This design comes from an exercise in tuning for small area and a short achievable clock period on the open sky130 flow, not from production work. The RTL was checked by simulation tests, not by an equivalence proof against the original design.

==> 04-25 <==
Design store_cvt, start of the top module:
module store_cvt (
    input  wire        clk,
    input  wire        rst,
    input  wire        start,
    input  wire [3:0]  cfg_fmt,             
    input  wire        cfg_acc_int,         
    input  wire [1:0]  cfg_round,           
    input  wire [1:0]  cfg_round_default,   
    input  wire        cfg_e5m2_inf,
    input  wire [4:0]  cfg_shift,           
    input  wire [31:0] cfg_sr_seed,
    input  wire [7:0]  cfg_bough,           
    input  wire [15:0] cfg_opseq,           
    input  wire        in_valid,
    input  wire [31:0] in_data,
    input  wire [7:0]  in_scale,            
    output reg         out_valid,
    output reg  [31:0] out_data,
    output reg         out_nan,
    output reg         out_inf,
    output reg         out_sat,
    output reg         out_flush
);
    localparam [1:0] M_RNE = 2'd1, M_RTZ = 2'd2, M_SR = 2'd3;
    reg [3:0] fmt;
    reg       acc;
    reg [1:0] mode;
    reg       e5inf;
    reg [4:0] shift;
    always @(posedge clk) begin
        if (start) begin
            fmt   <= cfg_fmt;
            acc   <= cfg_acc_int;
            mode  <= (cfg_round == 2'd0) ? cfg_round_default : cfg_round;
  ...
clock: 30.0 ns
lec_check: 0
abc_area: 1
cap_margin: 20
core_margin: 2
core_utilization: 60
place_density: 0.75
slew_margin: 20
standard.sh (not shown) runs the stock make flow with config.mk's settings and CLKGATE_MAP_FILE= SYNTH_SCRIPT=/design/flow/synth_recipe.tcl, a recipe that flattens the netlist after the stock synthesis.
==> flow/flow/run.sh <==
#!/bin/bash
set -euo pipefail
export SETUP_SLACK_MARGIN=23.0
export SKIP_GATE_CLONING=1
export BUFFER_PORTS_ARGS="-buffer_cell sky130_fd_sc_hd__buf_1"
bash standard.sh > make.log 2>&1
==> 04-24 (differences from 04-25) <==
Settings changed: CORE_UTILIZATION 60 to 50, GPL_TIMING_DRIVEN set to 1, PLACE_DENSITY 0.75 to 0.6.
==> 05-19 (differences from 04-25) <==
Settings changed: CORE_UTILIZATION 60 to 50, PLACE_DENSITY 0.75 to 0.6.
==> results.sh <==
export IMPL_total_power_mw=2.25
export IMPL_wl_met3_mm=7.09
export IMPL_clk_latency_ns=0.50
export IMPL_num_vias=21700
export IMPL_relSlewSlack_pct=33.5
export IMPL_wl_met1_mm=33.3
export IMPL_grt_first_pass_wirelength_mm=114
export IMPL_arrival_ns=0.96
export IMPL_pg_comb_mw=1.64
export IMPL_final_area_mm2=0.0224
export IMPL_status="complete, no violations"
export IMPL_nWellTaps=532
[end of results for 04-24]
==> results.sh <==
export IMPL_relSlewSlack_pct=35.0
export IMPL_nWellTaps=448
export IMPL_r2r_setup_slack_ns=23.41
export IMPL_grt_max_degree=56
export IMPL_arrival_ns=0.97
export IMPL_wl_met1_mm=29.7
export IMPL_wl_met3_mm=9.32
export IMPL_buffers=178
export IMPL_n_antenna_cell=0
export IMPL_total_power_mw=2.26
export IMPL_final_area_mm2=0.0223
export IMPL_status="complete, no violations"
export IMPL_area_delta_synth_final_pct=7.77
export IMPL_num_vias=22400
export IMPL_path_clk_slew_ns=0.08
export IMPL_grt_first_pass_wirelength_mm=112
[end of results for 04-25]
==> results.sh <==
export IMPL_status="complete, no violations"
export IMPL_clk_latency_ns=0.50
export IMPL_grt_first_pass_wirelength_mm=114
export IMPL_r2r_setup_slack_ns=23.30
export IMPL_wl_met3_mm=7.09
export IMPL_relSlewSlack_pct=33.5
export IMPL_worst_path_stages=1
export IMPL_num_vias=21700
export IMPL_pg_comb_mw=1.64
export IMPL_total_power_mw=2.25
export IMPL_synth_cell_types=70
export IMPL_grt_max_degree=56
export IMPL_finalSetupTns_ns=0
export IMPL_synthesis_area_mm2=0.0207
export IMPL_drive_gt1_share_pct=4.78
[end of results for 05-19]

==> job 8916 <==
Another version of the RTL of store_cvt (not shown whole).
clock: 30.0 ns
lec_check: 0
abc_clock_period_in_ps: 6000
cap_margin: 20
core_margin: 2
core_utilization: 50
place_density: 0.6
slew_margin: 20
run.sh (not shown) runs the stock make flow with config.mk's settings and CLKGATE_MAP_FILE= SYNTH_SCRIPT=/design/flow/synth_recipe.tcl, a recipe that flattens the netlist after the stock synthesis.
Stock flow here: none of the scripts above is used.
==> job 4628: changes against job 8916 <==
==> flow/config.mk (replaced) <==
export PLATFORM = sky130hd
export DESIGN_NAME = store_cvt
export DESIGN_NICKNAME = store_cvt
export VERILOG_FILES = /design/flow/design.v
export SDC_FILE = /design/flow/constraint.sdc
export NUM_CORES = 4
export LEC_CHECK = 0
export CAP_MARGIN = 40
export CORE_MARGIN = 2
export CORE_UTILIZATION = 20
export PLACE_DENSITY = 0.3
export SLEW_MARGIN = 40
==> job 7813: changes against job 8916 <==
--- a/flow/design.v
+++ b/flow/design.v
@@ -403,31 +403,32 @@
             3'd6:    begin mw = 5'd3;  goff = 11'd1;     emax = 8'd3;   end
             3'd7:    begin mw = 5'd1;  goff = 11'd1;     emax = 8'd3;   end
             default: begin mw = 5'd23; goff = 11'd0;     emax = 8'd255; end
         endcase
     end
     wire [2:0] lzs = hid ? 3'd0 : fr[22] ? 3'd1 : fr[21] ? 3'd2 : fr[20] ? 3'd3 : 3'd4;
-    wire [10:0] g    = {3'b0, ee} + goff - (is_b ? {3'b0, isc} : 11'd0);
-    wire [10:0] e_d  = g - {8'b0, lzs};
+    wire [10:0] xe   = hid ? {3'b0, ee} : (11'd1 - {8'b0, lzs});
+    wire [10:0] sb   = is_b ? {3'b0, isc} : 11'd0;
+    wire [10:0] e_d  = xe + goff - sb;
     wire        nres = !e_d[10] && (e_d != 11'd0);
     wire        a_big = !e_d[10] && (e_d[9:0] > {2'b0, emax});
     wire        a_atmax = (e_d == {3'b0, emax});
-    wire [10:0] ta_n = 11'd23 - {6'b0, mw} - {8'b0, lzs};
-    wire [10:0] ta_s = 11'd24 - {6'b0, mw} - g;
+    wire [10:0] ta_n = 11'd47 - {6'b0, mw} - {8'b0, lzs};
+    wire [10:0] ta_s = 11'd48 - {6'b0, mw} - goff + sb - {3'b0, ee};
     wire [10:0] ta   = nres ? ta_n : ta_s;
-    reg  [22:0] keep;
+    reg  [31:0] wa;
     always @(*) begin
-        case (lzs)
-            3'd0:    keep = 23'h7FFFFF;
-            3'd1:    keep = 23'h3FFFFF;
-            3'd2:    keep = 23'h1FFFFF;
-            default: keep = 23'h0FFFFF;
+        if (!nres)
+            wa = {8'b0, hid, fr};
+        else case (lzs)
+            3'd0:    wa = {1'b0, e_d[7:0], fr};
+            3'd1:    wa = {8'b0, e_d[1:0], fr[21:0]};
+            3'd2:    wa = {9'b0, e_d[1:0], fr[20:0]};
+            default: wa = {10'b0, e_d[1:0], fr[19:0]};
         endcase
     end
-    wire [31:0] wa = nres ? (({1'b0, e_d[7:0], 23'b0} >> lzs) | {9'b0, fr & keep})
-                          : {8'b0, hid, fr};
     function [15:0] ltab(input [2:0] f);
         case (f)
             3'd0: ltab = 16'h8000;
             3'd1: ltab = 16'h8B96;
             3'd2: ltab = 16'h9838;
             3'd3: ltab = 16'hA5FF;
@@ -450,69 +451,65 @@
         endcase
     endfunction
     wire [15:0] q16 = {1'b1, fr[22:8]};
     wire [16:0] q17 = {1'b1, fr[22:7]};
     wire        lo8 = (fr[7:0] != 8'd0);
     wire        lo7 = (fr[6:0] != 7'd0);
-    reg  [2:0]  f_lo;
+    reg  [2:0]  i_rtz;
+    reg  [3:0]  i_rne;
     integer k;
     always @(*) begin
-        f_lo = 3'd0;
+        i_rtz = 3'd0;
         for (k = 1; k < 8; k = k + 1)
             if (q16 >= ltab(k))
-                f_lo = k;
+                i_rtz = i_rtz + 3'd1;
+        i_rne = 4'd0;
+        for (k = 0; k < 8; k = k + 1)
+            if ((q17 > lmid(k)) || ((q17 == lmid(k)) && (lo7 || k[0])))
+                i_rne = i_rne + 4'd1;
     end
-    wire [16:0] mid   = lmid(f_lo);
-    wire        l_gt  = (q17 > mid) || ((q17 == mid) && lo7);
-    wire        l_eq  = (q17 == mid) && !lo7;
     wire [3:0]  lhi   = ee[3:0] + 4'd9;        
-    wire [6:0]  l_lo  = {lhi, f_lo};
-    wire        l_up  = l_gt || (l_eq && l_lo[0]);
+    wire [3:0]  lhr   = lhi + {3'd0, i_rne[3]};
+    wire [6:0]  l_rne = {lhr, i_rne[2:0]};
     reg  [6:0]  lval;
     reg         lsat;
     always @(*) begin
         lsat = 1'b0;
         if (!hid) begin
             lval = 7'd0;
         end else if (ee > 8'd134) begin
             lval = 7'd127;
             lsat = 1'b1;
-        end else if (ee == 8'd134 && f_lo == 3'd7) begin
-            lval = 7'd127;
+        end else if (ee == 8'd134) begin
             lsat = (q16 > 16'hEAC1) || ((q16 == 16'hEAC1) && lo8);
+            if (rtz)
+                lval = {4'hF, i_rtz};
+            else
+                lval = (i_rne[3] || (i_rne[2:0] == 3'd7)) ? 7'd127 : {4'hF, i_rne[2:0]};
         end else if (ee >= 8'd119) begin
             if (rtz)
-                lval = l_lo;
-            else if (l_lo == 7'd0)
+                lval = {lhi, i_rtz};
+            else if (ee == 8'd119 && i_rne == 4'd0)
                 lval = 7'd1;
             else
-                lval = l_lo + {6'd0, l_up};
+                lval = l_rne;
         end else if (ee == 8'd118) begin
             lval = (!rtz && ((q16 > 16'h8B96) || ((q16 == 16'h8B96) && lo8))) ? 7'd1 : 7'd0;
         end else begin
             lval = 7'd0;
         end
     end
-    wire [10:0] tb_ = 11'd150 - {3'b0, ee};
+    wire [10:0] tb_ = 11'd174 - {3'b0, ee};
     reg fi_big;
     always @(*) begin
         case (fmt)
             4'h9:    fi_big = (ee >= 8'd135);
             4'hA:    fi_big = (ee >= 8'd131);
             default: fi_big = (ee >= 8'd159) || ((ee == 8'd158) && !(s && !fr_nz));
         endcase
     end
-    wire [6:0] lzsh = {1'b0, lz} + {2'b0, shift};
-    reg ii_big;
-    always @(*) begin
-        case (fmt)
-            4'h9:    ii_big = (lzsh <= 7'd23);
-            4'hA:    ii_big = (lzsh <= 7'd27);
-            default: ii_big = 1'b0;
-        endcase
-    end
     reg  [31:0]        w1;
     reg  [10:0]        t1w;
     reg                big1, atmax1, inf1, nan1, zin1;
     always @(*) begin
         w1     = 32'd0;
         t1w    = 11'd0;
@@ -525,28 +522,27 @@
             w1     = wa;
             t1w    = ta;
             big1   = !cp32 && (f_inf || a_big);
             atmax1 = !cp32 && a_atmax;
         end else if (k_log) begin
             w1     = {2'b0, lval, fr};
-            t1w    = 11'd23;
+            t1w    = 11'd47;
             big1   = f_inf || lsat;
         end else if (k_fi) begin
             w1     = {8'b0, hid, fr};
             t1w    = tb_;
             big1   = f_inf || fi_big;
         end else begin
             w1     = av;
-            t1w    = k_ii ? ((fmt == 4'hB) ? 11'd0 : {6'b0, shift}) : (11'd8 - {5'b0, lz});
-            big1   = k_ii && ii_big;
+            t1w    = k_ii ? ((fmt == 4'hB) ? 11'd24 : {6'b0, shift} + 11'd24) : (11'd32 - {5'b0, lz});
             inf1   = 1'b0;
             nan1   = 1'b0;
             zin1   = (id == 32'd0);
         end
     end
-    wire [6:0] t1 = (!t1w[10] && t1w > 11'd48) ? 7'd48 : (t1w[10] && t1w < 11'h7E8) ? 7'h68 : t1w[6:0];
+    wire [6:0] t1 = t1w[10] ? 7'd0 : (t1w > 11'd72) ? 7'd72 : t1w[6:0];
     reg [31:0]        w2;
     reg [6:0]         t2;
     reg               s2, big2, atmax2, inf2, nan2, zin2;
     always @(posedge clk) begin
         mv     <= !rst && iv;
         w2     <= w1;
@@ -555,18 +551,18 @@
         big2   <= big1;
         atmax2 <= atmax1;
         inf2   <= inf1;
         nan2   <= nan1;
         zin2   <= zin1;
     end
-    wire [6:0]   tt   = t2 + 7'd24;
+    wire [6:0]   tt   = t2;
     wire [103:0] wide = {w2, 72'b0} >> tt;
     wire [31:0]  n    = wide[79:48];
     wire [15:0]  r16  = wide[47:32];
     wire         stk  = (wide[31:0] != 32'd0);
-    wire [7:0]   e_if = 8'd150 + {t2[6], t2};
+    wire [7:0]   e_if = 8'd126 + {1'b0, t2};
     wire [31:0]  inc_in = (k_if && !zin2) ? {1'b0, e_if, n[22:0]} : n;
     reg up;
     always @(*) begin
         if (k_log)
             up = 1'b0;
         else case (mode)
@@ -589,12 +585,13 @@
             4'h5:    cf = inc[5];
             4'h6:    cf = inc[5];
             default: cf = inc[3];
         endcase
     end
     wire ovf = big2 || (atmax2 && cf);
+    wire ii_big = k_ii && (fmt == 4'h9 ? (n[31:8] != 24'd0) : fmt == 4'hA ? (n[31:4] != 28'd0) : 1'b0);
     wire has_inf = (fmt == 4'h1) || (fmt == 4'h2) || ((fmt == 4'h4) && e5inf);
     wire inf_res = has_inf && (inf2 || !rtz);
     reg [31:0] maxp, infp, nanp;
     always @(*) begin
         case (fmt)
             4'h1:    begin maxp = {16'd0, s2, 15'h7BFF}; infp = {16'd0, s2, 15'h7C00}; nanp = {16'd0, s2, 15'h7E00}; end
@@ -652,13 +649,13 @@
             c_nan = nan2;
             c_inf = inf2;
         end else if (nan2) begin
             res   = nanp;
             c_nan = 1'b1;
         end else if (isint) begin
-            if (big2 || satk) begin
+            if (big2 || ii_big || satk) begin
                 res   = maxp;
                 c_sat = 1'b1;
             end else begin
                 c_flush = n2z && !zin2;
             end
         end else if (ovf) begin
==> flow/flow/run.sh (new file) <==
#!/bin/bash
set -euo pipefail
export SETUP_SLACK_MARGIN=23.0
export SKIP_GATE_CLONING=1
bash standard.sh > make.log 2>&1
==> flow/standard.sh (new file) <==
#!/bin/bash
# synth_recipe.tcl (not shown) runs the flow's synth.tcl, then flattens the netlist and writes it again
# the make line also repeats each setting of config.mk as NAME=value (left out here)
make -C /OpenROAD-flow-scripts/flow DESIGN_CONFIG=/design/flow/config.mk WORK_HOME=/design/flow/orfs CLKGATE_MAP_FILE= SYNTH_SCRIPT=/design/flow/synth_recipe.tcl "${@:-finish}"
==> flow/config.mk (replaced) <==
export PLATFORM = sky130hd
export DESIGN_NAME = store_cvt
export DESIGN_NICKNAME = store_cvt
export VERILOG_FILES = /design/flow/design.v
export SDC_FILE = /design/flow/constraint.sdc
export NUM_CORES = 4
export LEC_CHECK = 0
export ABC_AREA = 1
export CAP_MARGIN = 0
export CORE_MARGIN = 2
export CORE_UTILIZATION = 65
export PLACE_DENSITY = 0.75
export SLEW_MARGIN = 0
removed: flow/run.sh
==> comparison <==
- Of job 8916 and job 7813, job 8916 has the higher routed wire length (gap about 20%, measured against job 7813).
- The lowest critical path depth belongs to job 7813, the highest to job 8916.
- Of job 7813 and job 4628, job 7813 has the higher synthesized cell count (gap about 11%, measured against job 4628).
- Between job 7813 and job 8916, the lower area after synthesis is in job 7813 (gap 8.8%, measured against job 8916).
- The highest sequential share of layout area belongs to job 7813, the lowest to job 4628.
- In job 7813 the via count is larger than in job 4628, by about 1.1%.
- In job 7813 the utilization is higher than in job 4628, by 50 points.

[what the ideal ports hide]
Ports are ideal in the flow. The routed layouts listed here were re-timed in OpenROAD. Step 1 (the two cells are an assumption about what drives the block):
set clk [get_ports {clk}]
set_driving_cell -lib_cell sky130_fd_sc_hd__clkbuf_16 $clk
set_driving_cell -lib_cell sky130_fd_sc_hd__buf_2 [delete_from_list [all_inputs] $clk]
Step 2 also shifts input and output timing later by t, the mid clock arrival at the registers, as if the neighbouring blocks saw the same clock. Slacks: ideal / step 1 / step 2; pairs: ideal / step 1.
run	shift t [ns]	setup WS [ns]	worst slew at a driven data input, ns	cell pins on the clock port's net
04-25	0.535	23.033 / 22.974 / 22.603	0.04	1
04-24	0.548	23.039 / 22.980 / 22.543	0.05	1
05-19	0.548	23.039 / 22.980 / 22.543	0.05	1
job 8916	0.559	21.333 / 21.333 / 21.333	0.06	1
job 4628	0.602	21.323 / 21.323 / 21.323	0.05	1
job 7813	0.524	23.049 / 23.012 / 22.507	0.10	1
After both steps setup and hold are still met in every run listed. The setup slack of job 7813, which loses most, moves by -0.037 ns with the drivers and by -0.542 ns with both steps.
